Background: an optimization exercise with open tools, aiming at small area, a short achievable clock period and few clock cycles per item. Do not read the settings as production practice.
Only simulation tests tie the RTL to the original design; equivalence was not proved.
Power and IR drop assume default switching activity.

==> harbor: inputs <==
// conv_arith
module conv_arith (
    input  wire        clk,
    input  wire        rst,           
    input  wire        start,         
    output wire        ready,
    input  wire [26:0] tz_v, ti_v, tr_v,    
    input  wire [26:0] tz_i, ti_i, tr_i,    
    input  wire [3:0]  flags_in,      
    input  wire [1:0]  ref_miss,      
    input  wire [19:0] q_len,         
    input  wire [30:0] vref,          
    input  wire [31:0] shunt,         
    output reg         done,          
    output wire [31:0] v_res,
    output wire [31:0] i_res,
    output reg  [2:0]  flags          
);
    localparam [16:0] C78125 = 17'd78125;    
    localparam [5:0]  LAST   = 6'd46;
    reg        rdy;
    reg        rdy_o;             
    reg        busy;
    reg  [5:0] cnt;
    reg        ph_mul, ph_mlast, ph_x1, ph_vdiv, ph_vfin, ph_xdiv, ph_hor, ph_hlast, ph_idiv, ph_ifin;
    reg        mvb, mib;
    assign ready = rdy_o;
    wire take = rdy & start;
    wire [5:0] cnt_n  = take ? 6'd1 : (busy ? cnt + 6'd1 : 6'd0);
    wire       busy_n = take | (busy & (cnt != LAST));
    wire       mul_end = busy & (cnt == 6'd7);
    always @(posedge clk) begin
        if (rst) begin
  ...
clock: 17.0 ns
lec_check: 0
abc_area: 1
cap_margin: 20
core_margin: 2
core_utilization: 40
slew_margin: 20
run.sh (not shown) runs the stock make flow with config.mk's settings and CLKGATE_MAP_FILE= SYNTH_SCRIPT=/design/flow/synth_recipe.tcl, a recipe that flattens the netlist after the stock synthesis.
==> lagoon (differences from harbor) <==
--- a/flow/design.v
+++ b/flow/design.v
@@ -11,17 +11,17 @@
     input  wire [30:0] vref,          
     input  wire [31:0] shunt,         
     output reg         done,          
     output wire [31:0] v_res,
     output wire [31:0] i_res,
     output reg  [2:0]  flags          
 );
     localparam [16:0] C78125 = 17'd78125;    
-    localparam [5:0]  LAST   = 6'd46;
+    localparam [5:0]  LAST   = 6'd28;
     reg        rdy;
     reg        rdy_o;             
     reg        busy;
     reg  [5:0] cnt;
     reg        ph_mul, ph_mlast, ph_x1, ph_vdiv, ph_vfin, ph_xdiv, ph_hor, ph_hlast, ph_idiv, ph_ifin;
     reg        mvb, mib;
     assign ready = rdy_o;
     wire take = rdy & start;
@@ -48,20 +48,20 @@
             cnt      <= cnt_n;
             rdy      <= ~busy_n;
             done     <= busy & (cnt == LAST);
             ph_mul   <= busy_n & (cnt_n >= 6'd1)  & (cnt_n <= 6'd7);
             ph_mlast <= busy_n & (cnt_n == 6'd7);
             ph_x1    <= busy_n & (cnt_n == 6'd8);
             ph_vdiv  <= busy_n & (cnt_n >= 6'd8)  & (cnt_n <= 6'd24);
             ph_vfin  <= busy_n & (cnt_n == 6'd25);
-            ph_xdiv  <= busy_n & (cnt_n >= 6'd8)  & (cnt_n <= 6'd27);
-            ph_hor   <= busy_n & (cnt_n >= 6'd9)  & (cnt_n <= 6'd27);
-            ph_hlast <= busy_n & (cnt_n == 6'd28);
-            ph_idiv  <= busy_n & (cnt_n >= 6'd29) & (cnt_n <= 6'd45);
+            ph_xdiv  <= busy_n & (cnt_n >= 6'd8)  & (cnt_n <= 6'd17);
+            ph_hor   <= busy_n & (cnt_n >= 6'd9)  & (cnt_n <= 6'd17);
+            ph_hlast <= busy_n & (cnt_n == 6'd18);
+            ph_idiv  <= busy_n & (cnt_n >= 6'd19) & (cnt_n <= 6'd27);
             ph_ifin  <= busy_n & (cnt_n == LAST);
         end
     end
     reg [30:0] vref_q;            
     reg [31:0] shunt_q;
     reg        neg_v, neg_i;      
     reg [3:0]  fin_q;
     reg [1:0]  rmiss_q;
@@ -90,16 +90,37 @@
             m   = bd[1] ? {3'b000, v} : (bd[0] ? {2'b00, v, 1'b0} : 34'd0);
             bpp = {bd[2], bd[2] ? ~m : m};
         end
     endfunction
     function [34:0] sdv;
         input [33:0] d;
         input        sub;
         sdv = {sub, sub ? ~d : d};
+    endfunction
+    function [20:0] hmc_f;
+        input [3:0] m;
+        case (m)
+            4'd0 : hmc_f = 21'd0;
+            4'd1 : hmc_f = 21'd78125;
+            4'd2 : hmc_f = 21'd156250;
+            4'd3 : hmc_f = 21'd234375;
+            4'd4 : hmc_f = 21'd312500;
+            4'd5 : hmc_f = 21'd390625;
+            4'd6 : hmc_f = 21'd468750;
+            4'd7 : hmc_f = 21'd546875;
+            4'd8 : hmc_f = 21'd625000;
+            4'd9 : hmc_f = 21'd703125;
+            4'd10: hmc_f = 21'd781250;
+            4'd11: hmc_f = 21'd859375;
+            4'd12: hmc_f = 21'd937500;
+            4'd13: hmc_f = 21'd1015625;
+            4'd14: hmc_f = 21'd1093750;
+            4'd15: hmc_f = 21'd1171875;
+        endcase
     endfunction
     function [4:0] sub4;
         input [3:0] a, b;
         input       bin;
         sub4 = {1'b0, a} - {1'b0, b} - {4'd0, bin};
     endfunction
     reg [31:0] rv;       
     reg [34:0] bv;       
@@ -111,63 +132,81 @@
     reg        nbv, dbv, rbv;    
     wire [4:0]  nvc = sub4(sv[7:4], zv[7:4], nbv);      
     wire [4:0]  nv1 = sub4(ti_v[3:0], tz_v[3:0], 1'b0);
     wire        ltv = ti_v < tz_v;
     wire [4:0]  dvc = sub4(dv[3:0], zv[7:4], dbv);      
     wire [4:0]  dv1 = sub4(tr_v[3:0], tz_v[3:0], 1'b0);
     wire [4:0]  rvc = sub4(dvc[3:0], q64c, rbv);
     wire [33:0] dvx = {7'd0, dv[26:0]};
-    wire [30:0] vsrc = rdy ? vref : vref_q;
-    wire [2:0]  bdv0 = rdy ? benc(nv1[1], nv1[0], 1'b0, ltv) : benc(nvc[1], nvc[0], ntv, neg_v);
-    wire [2:0]  bdi0 = rdy ? benc(ni1[1], ni1[0], 1'b0, lti) : benc(nic[1], nic[0], nti, neg_i);
     wire [33:0] sv0 = {{2{rv[31]}}, rv} + bv[33:0] + {33'd0, bv[34]};
     wire        qv0 = ~sv0[33];
     wire [31:0] mv0 = sv0[33:2];                        
     wire [33:0] av1 = mvb ? {{2{mv0[31]}}, mv0} : {{5{sv0[28]}}, sv0[27:0], sv[33]};
     wire [34:0] ov1 = mvb ? bpp(bdv, vref_q) : sdv(dvx, qv0);
     wire [33:0] sv1 = av1 + ov1[33:0] + {33'd0, ov1[34]};
     wire        qv1 = ~sv1[33];
     wire [31:0] mv1 = sv1[33:2];
     wire [27:0] pv  = {sv1[1:0], sv0[1:0], sv[27:4]};    
     reg [33:0] ri;       
-    reg [34:0] bi;
+    reg [35:0] bi;       
     reg [39:0] si;       
     reg [26:0] zi;       
-    reg [27:0] di;
+    reg [31:0] di;       
     reg [2:0]  bdi;
     reg        nti;
     reg        nbi, dbi, rbi;
     wire [54:0] y = {vref_q, zi[23:0]};    
     wire [4:0]  nic = sub4(si[7:4], zi[7:4], nbi);
     wire [4:0]  ni1 = sub4(ti_i[3:0], tz_i[3:0], 1'b0);
     wire        lti = ti_i < tz_i;
     wire [4:0]  dic = sub4(di[3:0], zi[7:4], dbi);
     wire [4:0]  di1 = sub4(tr_i[3:0], tz_i[3:0], 1'b0);
     wire [4:0]  ric = sub4(dic[3:0], q64c, rbi);
-    wire [33:0] dvi = ph_xdiv ? {7'd0, di[26:0]} : {2'd0, shunt_q};
-    wire [33:0] dvn = (ph_xdiv | ph_mlast) ? {7'd0, di[26:0]} : {2'd0, shunt_q};    
-    wire [33:0] si0 = ri + bi[33:0] + {33'd0, bi[34]};
-    wire        qi0 = ~si0[33];
+    wire [33:0] dvn = ph_mlast ? {7'd0, di[26:0]} : {2'd0, shunt_q};
+    reg  [33:0] d3i;     
+    wire [34:0] nd1 = ~{3'b0, di};
+    wire [34:0] nd2 = ~{2'b0, di, 1'b0};
+    wire [34:0] nd3 = ~{1'b0, d3i};
+    wire [30:0] vsrc = rdy ? vref : vref_q;
+    wire [2:0]  bdv0 = rdy ? benc(nv1[1], nv1[0], 1'b0, ltv) : benc(nvc[1], nvc[0], ntv, neg_v);
+    wire [2:0]  bdi0 = rdy ? benc(ni1[1], ni1[0], 1'b0, lti) : benc(nic[1], nic[0], nti, neg_i);
+    function [33:0] rsel;
+        input [33:0] w;
+        input [34:0] t1, t2, t3;
+        begin
+            if (~t3[34])      rsel = {2'd3, t3[31:0]};
+            else if (~t2[34]) rsel = {2'd2, t2[31:0]};
+            else if (~t1[34]) rsel = {2'd1, t1[31:0]};
+            else              rsel = {2'd0, w[31:0]};
+        end
+    endfunction
+    wire [34:0] si0 = {1'b0, ri} + bi[34:0] + {34'd0, bi[35]};
+    wire [34:0] t12 = {1'b0, ri} + nd2 + 35'd1;
+    wire [34:0] t13 = {1'b0, ri} + nd3 + 35'd1;
+    wire [33:0] k1  = rsel(ri, si0, t12, t13);
     wire [31:0] mi0 = si0[33:2];
-    wire [33:0] ai1 = mib ? {{2{mi0[31]}}, mi0} : {si0[32:0], si[39]};
-    wire [34:0] oi1 = mib ? bpp(bdi, vref_q) : sdv(dvi, qi0);
-    wire [33:0] si1 = ai1 + oi1[33:0] + {33'd0, oi1[34]};
-    wire        qi1 = ~si1[33];
+    wire [33:0] w2  = {k1[31:0], si[39:38]};
+    wire [34:0] bpi = bpp(bdi, vref_q);
+    wire [34:0] ai1 = mib ? {1'b0, {2{mi0[31]}}, mi0} : {1'b0, w2};
+    wire [35:0] oi1 = mib ? {bpi[34], 1'b0, bpi[33:0]} : {1'b1, nd1};
+    wire [34:0] si1 = ai1 + oi1[34:0] + {34'd0, oi1[35]};
+    wire [34:0] t22 = {1'b0, w2} + nd2 + 35'd1;
+    wire [34:0] t23 = {1'b0, w2} + nd3 + 35'd1;
+    wire [33:0] k2  = rsel(w2, si1, t22, t23);
     wire [31:0] mi1 = si1[33:2];
     wire [27:0] pi  = {si1[1:0], si0[1:0], si[27:4]};
-    wire [1:0]  hm   = ph_hlast ? ({1'b0, si[1]} + {1'b0, si[0]}) : si[1:0];
-    wire [17:0] hmc  = (hm == 2'd0) ? 18'd0 : (hm == 2'd1) ? {1'b0, C78125} :
-                       (hm == 2'd2) ? {C78125, 1'b0} : 18'd234375;
-    wire [54:0] ysh  = ph_hlast ? {y[53:0], 1'b0} : {y[52:0], 2'b00};
-    wire [18:0] ylo  = {1'b0, ysh[17:0]} + {1'b0, hmc};
-    wire [36:0] yhi1 = ysh[54:18] + 37'd1;      
-    wire [54:0] ynx  = {ylo[18] ? yhi1 : ysh[54:18], ylo[17:0]};
+    wire [3:0]  hm   = ph_hlast ? ({1'b0, si[3:1]} + {3'd0, si[0]}) : si[3:0];
+    wire [20:0] hmc  = hmc_f(hm);
+    wire [54:0] ysh  = ph_hlast ? {y[51:0], 3'b000} : {y[50:0], 4'b0000};
+    wire [21:0] ylo  = {1'b0, ysh[20:0]} + {1'b0, hmc};
+    wire [33:0] yhi1 = ysh[54:21] + 34'd1;      
+    wire [54:0] ynx  = {ylo[21] ? yhi1 : ysh[54:21], ylo[20:0]};
     wire        reff = rmiss_q[0] | rmiss_q[1] | rbv | dbv | rbi | dbi;
-    wire [33:0] fq   = ph_vfin ? sv : si[33:0];
+    wire [33:0] fq   = ph_vfin ? sv : {si[35] | si[34] | si[33], si[32:0]};
     wire        fng  = ph_vfin ? neg_v : neg_i;
     wire        fact = ph_vfin ? fin_q[0] : fin_q[2];
     wire        fmis = ph_vfin ? fin_q[1] : fin_q[3];
     wire [31:0] fh   = fq[32:1];
     wire        fovp = fq[33] | fq[32] | (&fq[31:0]);
     wire        fovn = fq[33] | (fq[32] & (|fq[31:0]));
     wire        fovf = fng ? fovn : fovp;
     wire [31:0] frnd = (fh + {{31{fng & ~fq[0]}}, (fng & ~fq[0]) | (~fng & fq[0])}) ^ {32{fng}};
@@ -203,47 +242,52 @@
             end
         end else if (ph_vdiv) begin
             rv  <= {{3{sv1[28]}}, sv1[27:0], sv[32]};
             sv  <= {sv[31:0], qv0, qv1};
         end else if (ph_vfin) begin
             sv  <= {2'b00, fres};
         end
     end
-    always @(posedge clk) begin
-        if (rdy | (ph_mul & ~ph_mlast)) bi <= bpp(bdi0, vsrc);
-        else                              bi <= sdv(dvn, ph_mlast | ph_hlast | qi1);
+    wire [34:0] bpi0 = bpp(bdi0, vsrc);
+    always @(posedge clk) begin
+        if (rdy | (ph_mul & ~ph_mlast)) bi <= {bpi0[34], 1'b0, bpi0[33:0]};
+        else if (ph_mlast | ph_hlast)    bi <= {1'b1, ~{1'b0, dvn}};
+    end
+    always @(posedge clk) begin
+        if (ph_mlast | ph_hlast) d3i <= dvn + {dvn[32:0], 1'b0};
     end
     always @(posedge clk) begin
         if (rdy) begin
             ri  <= 34'd0;
             bdi <= benc(ni1[3], ni1[2], ni1[1], lti);
             si  <= {13'd0, ti_i};
             zi  <= tz_i;
-            di  <= {di1[3:0], 1'b0, tr_i[26:4]};
+            di  <= {4'd0, di1[3:0], 1'b0, tr_i[26:4]};
             neg_i <= lti;
             nti <= ni1[3];
             nbi <= ni1[4]; dbi <= di1[4]; rbi <= 1'b0;
         end else if (ph_mul) begin
-            ri  <= ph_mlast ? {21'd0, mi1[31:13]} : {{2{mi1[31]}}, mi1};
+            ri  <= ph_mlast ? {14'd0, mi1[31:12]} : {{2{mi1[31]}}, mi1};
             bdi <= benc(nic[3], nic[2], nic[1], neg_i);
-            si  <= ph_mlast ? {mi1[12:0], pi[27:2], 1'b0} : {12'd0, pi};
+            si  <= ph_mlast ? {mi1[11:0], pi[27:2], 2'b00} : {12'd0, pi};
             zi  <= {4'd0, zi[26:4]};    
             nti <= nic[3];
             nbi <= nic[4];
             if (~ph_mlast) begin
-                di  <= {dic[3:0], di[27:4]};
+                di  <= {4'd0, dic[3:0], di[27:4]};
                 dbi <= dic[4]; rbi <= ric[4];
             end
         end else if (ph_xdiv | ph_idiv) begin
-            ri  <= {si1[32:0], si[38]};
-            si  <= {si[37:0], qi0, qi1};
+            ri  <= {k2[31:0], si[37:36]};
+            si  <= {si[35:0], k1[33:32], k2[33:32]};
         end else if (ph_hlast) begin
-            ri  <= {4'd0, ynx[54:25]};
-            si  <= {ynx[24:0], 15'd0};
+            ri  <= {5'd0, ynx[54:26]};
+            si  <= {ynx[25:0], 14'd0};
+            di  <= shunt_q;
         end else if (ph_ifin) begin
             si  <= {8'd0, fres};
         end
         if (~rdy & ~ph_mul & (ph_hor | ph_hlast))
             zi  <= {3'd0, ynx[23:0]};
     end
     always @(posedge clk) begin
         if (rdy)                    vref_q <= vref;
==> flow/config.mk (replaced) <==
export PLATFORM = sky130hd
export DESIGN_NAME = conv_arith
export DESIGN_NICKNAME = conv_arith
export VERILOG_FILES = /design/flow/design.v
export SDC_FILE = /design/flow/constraint.sdc
export NUM_CORES = 4
export LEC_CHECK = 0
export ABC_AREA = 1
export CAP_MARGIN = 50
export CORE_MARGIN = 2
export CORE_UTILIZATION = 40
export SLEW_MARGIN = 75
==> results.txt <==
status=timing/DRC/antenna clean; drt first pass iters=7; bufs w/o clock=386; Synth Area in XOR/XNOR=0.0500; Post-Route WL=199000 um; clock share of power=0.141; WHS Endpoint=q64c[0]; Worst Skew=30.4 ps; commonest cells after routing, fill and taps aside=nand2_1, inv_1, o21ai_0; Multi-In Gates=5035; combinational cell power=0.00628 W; Area Growth Syn to Fin=13.4%; Leakage=22.4 nW; area share of the leading cell type in the synthesized netlist=0.180; fillers=11300
# the run above: harbor

==> results.txt <==
status=timing/DRC/antenna clean; bufs w/o clock=527; Worst Skew=31.4 ps; commonest cells after routing, fill and taps aside=nand2_1, inv_1, o21ai_0; Leakage=29.0 nW; worst-margin pin slew=422 ps; WHS=450 ps; combinational cell power=0.00737 W; chip width=368 um; final setup TNS=0 ps; area share of the leading cell type in the synthesized netlist=0.184; Post-Route WL=275000 um; Multi-In Gates=6127; WHS Endpoint=q64c[1]; drt first pass iters=6; Synth Area in XOR/XNOR=0.0722; clock share of power=0.136
# the run above: lagoon

Testbench counts of harbor, summed over its fixed seeds: cycles 75,200, items 1,600.
Testbench counts of lagoon, summed over its fixed seeds: cycles 46,400, items 1,600.

[separate check: timing with driven ports]
In the flow no input, the clock included, has a driving cell. The finished layouts below were timed again as built, in two steps.
Step 1 assumes that a clkbuf_16 drives the clock port and a buf_2 every other input.
Step 2 also shifts input and output timing later by t, the mid clock arrival at the registers, as if the neighbouring blocks saw the same clock.
Slacks: ideal / step 1 / step 2; pairs: ideal / step 1.
| run | shift t [ns] | setup slack, ns | worst setup path at the end | clock arrival spread, ns |
|---|---|---|---|---|
| harbor | 0.753 | 10.314 / 10.314 / 9.671 | input to register | 0.034 / 0.034 |
| lagoon | 0.784 | 9.751 / 9.751 / 9.751 | register to register | 0.032 / 0.031 |
After both steps setup and hold are still met in every run listed. For harbor, which loses most, drivers alone change the setup slack by 0.000 ns; drivers and shift together by -0.643 ns.
